Context: an optimization exercise on an open-source flow, tuned for small area, a short achievable clock period and few clock cycles per item. The choices shown serve that exercise and are no tape-out recipe.
In this exercise RTL edits were held to simulation tests only and were not proved equivalent to the original.

## cq32_block
module cq32_block (
    input  wire        clk,
    input  wire        rst,         
    input  wire        coef_we,
    input  wire [2:0]  coef_addr,
    input  wire [37:0] coef_data,   
    input  wire        clr,         
    input  wire        in_valid,
    output wire        in_ready,
    input  wire [1:0]  in_mode,     
    input  wire [31:0] in_x,
    output reg         out_valid,
    output reg  [31:0] out_y,
    output reg         out_acc_sat,
    output reg  [1:0]  out_sat
);
==> flow/config.mk <==
export PLATFORM = sky130hd
export DESIGN_NAME = cq32_block
export DESIGN_NICKNAME = cq32_block
export VERILOG_FILES = /design/flow/design.v
export SDC_FILE = /design/flow/constraint.sdc
export NUM_CORES = 4
export LEC_CHECK = 0
export CAP_MARGIN = 20
export CORE_MARGIN = 2
export CORE_UTILIZATION = 50
export PLACE_DENSITY = 0.65
export SLEW_MARGIN = 20
==> flow/constraint.sdc <==
create_clock -name core_clock -period 28.0 [get_ports {clk}]
set_input_delay 5.6000 -clock core_clock [delete_from_list [all_inputs] [get_ports {clk}]]
set_output_delay 5.6000 -clock core_clock [all_outputs]
set_load 0.01 [all_outputs]
standard.sh (not shown) runs the stock make flow with config.mk's settings and CLKGATE_MAP_FILE= SYNTH_SCRIPT=/design/flow/synth_recipe.tcl, a recipe that flattens the netlist after the stock synthesis.
==> flow/flow/run.sh <==
#!/bin/bash
# Layout flow: the standard flow (standard.sh) unchanged, with two
# settings for the layout steps passed through the environment:
#  - the buffers that every input and output port gets are buf_4 cells
#    (the default choice is a slow delay-buffer cell);
set -euo pipefail
export BUFFER_PORTS_ARGS="-buffer_cell sky130_fd_sc_hd__buf_4"
export SETUP_SLACK_MARGIN=21.0
bash standard.sh synth > synth.log 2>&1
bash standard.sh finish > layout.log 2>&1
Testbench counts at the start, summed over its fixed seeds: cycles 13,072, items 3,072.
Rerun with:
--- a/flow/flow/run.sh
+++ b/flow/flow/run.sh
@@ -8 +8 @@
-export SETUP_SLACK_MARGIN=21.0
+export SETUP_SLACK_MARGIN=20.5
--- a/flow/config.mk
+++ b/flow/config.mk
@@ -10,0 +11,2 @@
+export CTS_CLUSTER_DIAMETER = 80
+export CTS_CLUSTER_SIZE = 24
Effect: Critical path depth increases by 21. Worst setup slack gets worse by 0.27 ns. Final cell count fell slightly. Flip-flop and latch count does not change. Maximum frequency fell by a few percent. Die area is unchanged.


cq32_block again, from the RTL that the note above started with.
==> flow/design.v (excerpt) <==
module cq32_block (
    input  wire        clk,
    input  wire        rst,         
    input  wire        coef_we,
    input  wire [2:0]  coef_addr,
    input  wire [37:0] coef_data,   
    input  wire        clr,         
    input  wire        in_valid,
    output wire        in_ready,
    input  wire [1:0]  in_mode,     
    input  wire [31:0] in_x,
    output reg         out_valid,
    output reg  [31:0] out_y,
    output reg         out_acc_sat,
    output reg  [1:0]  out_sat
);
    localparam MODE_PI = 2'd0, MODE_PID = 2'd1, MODE_BQ = 2'd2, MODE_SAT = 2'd3;
    localparam OP_SIG = 3'd0, OP_Y = 3'd1, OP_S1 = 3'd2, OP_ONE = 3'd3, OP_YF = 3'd4, OP_S1F = 3'd5;
    localparam I_ZERO = 3'd0, I_S0 = 3'd1, I_S1 = 3'd2, I_R = 3'd3, I_Q = 3'd4;
    localparam F_NONE = 4'd0, F_Y = 4'd1, F_YLIM = 4'd2, F_S0LIM = 4'd3,
               F_S0SAT = 4'd4, F_S1SAT = 4'd5, F_QLD = 4'd6, F_LLD = 4'd7,
               F_HLD = 4'd8;
    reg signed [31:0] cval [0:7];
    reg        [5:0]  cshf [0:7];
    reg signed [47:0] s0, s1;
    reg signed [31:0] s2;           
    always @(posedge clk) begin
        if (coef_we) begin
            cval[coef_addr] <= coef_data[31:0];
            cshf[coef_addr] <= coef_data[37:32];
        end
    end
    reg signed [79:0] q;
    reg signed [47:0] hreg;
    reg               l_gt_h;
    reg               lim_v;
    reg [1:0]         lim_m;
    reg        av;         
    reg        st;         
    reg [2:0]  e;          
    reg [1:0]  am;
    reg signed [31:0] ax;
    reg [1:0]  lastm;      
    reg        mv, xv, fv;
    reg [48:0] m_opnd;     
    reg [48:0] m_opnd_n;   
    reg [2:0]  m_init;
    reg [3:0]  m_f;
    reg        m_first, m_last;
    reg [5:0]  m_k;
  ...
clock: 28.0 ns
lec_check: 0
cap_margin: 20
core_margin: 2
core_utilization: 50
place_density: 0.65
slew_margin: 20
==> flow/flow/run.sh <==
#!/bin/bash
# Layout flow: the standard flow (standard.sh) unchanged, with two
# settings for the layout steps passed through the environment:
#  - the buffers that every input and output port gets are buf_4 cells
#    (the default choice is a slow delay-buffer cell);
set -euo pipefail
export BUFFER_PORTS_ARGS="-buffer_cell sky130_fd_sc_hd__buf_4"
export SETUP_SLACK_MARGIN=20.5
bash standard.sh synth > synth.log 2>&1
bash standard.sh finish > layout.log 2>&1
Testbench counts at the start, summed over its fixed seeds: cycles 13,072, items 3,072.
Edit:
--- a/flow/flow/run.sh
+++ b/flow/flow/run.sh
@@ -7,3 +7,3 @@
 export BUFFER_PORTS_ARGS="-buffer_cell sky130_fd_sc_hd__buf_4"
-export SETUP_SLACK_MARGIN=20.5
+export SETUP_SLACK_MARGIN=21.0
 bash standard.sh synth > synth.log 2>&1
Settings changed: CTS_CLUSTER_DIAMETER set to 80, CTS_CLUSTER_SIZE set to 24.
Result:
- The new run ran to the end with no violations
- die area stays the same
- first-iteration DRC count climbs by 9.8%
- design area came out higher by 1.6%
- clock-buffer cell count decreases by 61
- cell count hardly moves
- worst setup slack is better by 0.30 ns
- non-clock buffer count goes up by 94
- routed wire length came out higher by 5.1%

==> separate check: timing with driven ports <==
The results above use ideal ports. As a check the final layouts listed here were re-extracted and re-timed, cells and wires unchanged. Step 1, drivers: a clkbuf_16 drives clk and a buf_2 each remaining input, both assumed. Step 2 adds t to the input delays and takes it off the output delays; t is the mean of the earliest and latest rising clock arrival at the registers after step 1. Input paths then give back, and output paths get back, about the clock's delay inside the block. a / b / c = no drivers / after step 1 / after step 2; a / b = the first two.
run | shift t [ns] | slack for setup (ns) | clock arrival spread, ns | worst register clock-pin slew, ns | cell pins on the clock port's net
the first run of note 1 | 0.871 | 20.837 / 20.744 / 20.499 | 0.081 / 0.081 | 0.08 / 0.08 | 1
the second run of note 1 | 0.840 | 20.569 / 20.569 / 20.569 | 0.066 / 0.066 | 0.10 / 0.10 | 1
the first run of note 2 | 0.879 | 20.614 / 20.614 / 20.614 | 0.080 / 0.080 | 0.07 / 0.07 | 1
the second run of note 2 | 0.833 | 20.911 / 20.826 / 20.510 | 0.045 / 0.045 | 0.11 / 0.11 | 1
After both steps every run listed still meets setup and hold. The setup slack of the second run of note 2, which loses most, moves by -0.085 ns with the drivers and by -0.401 ns with both steps.
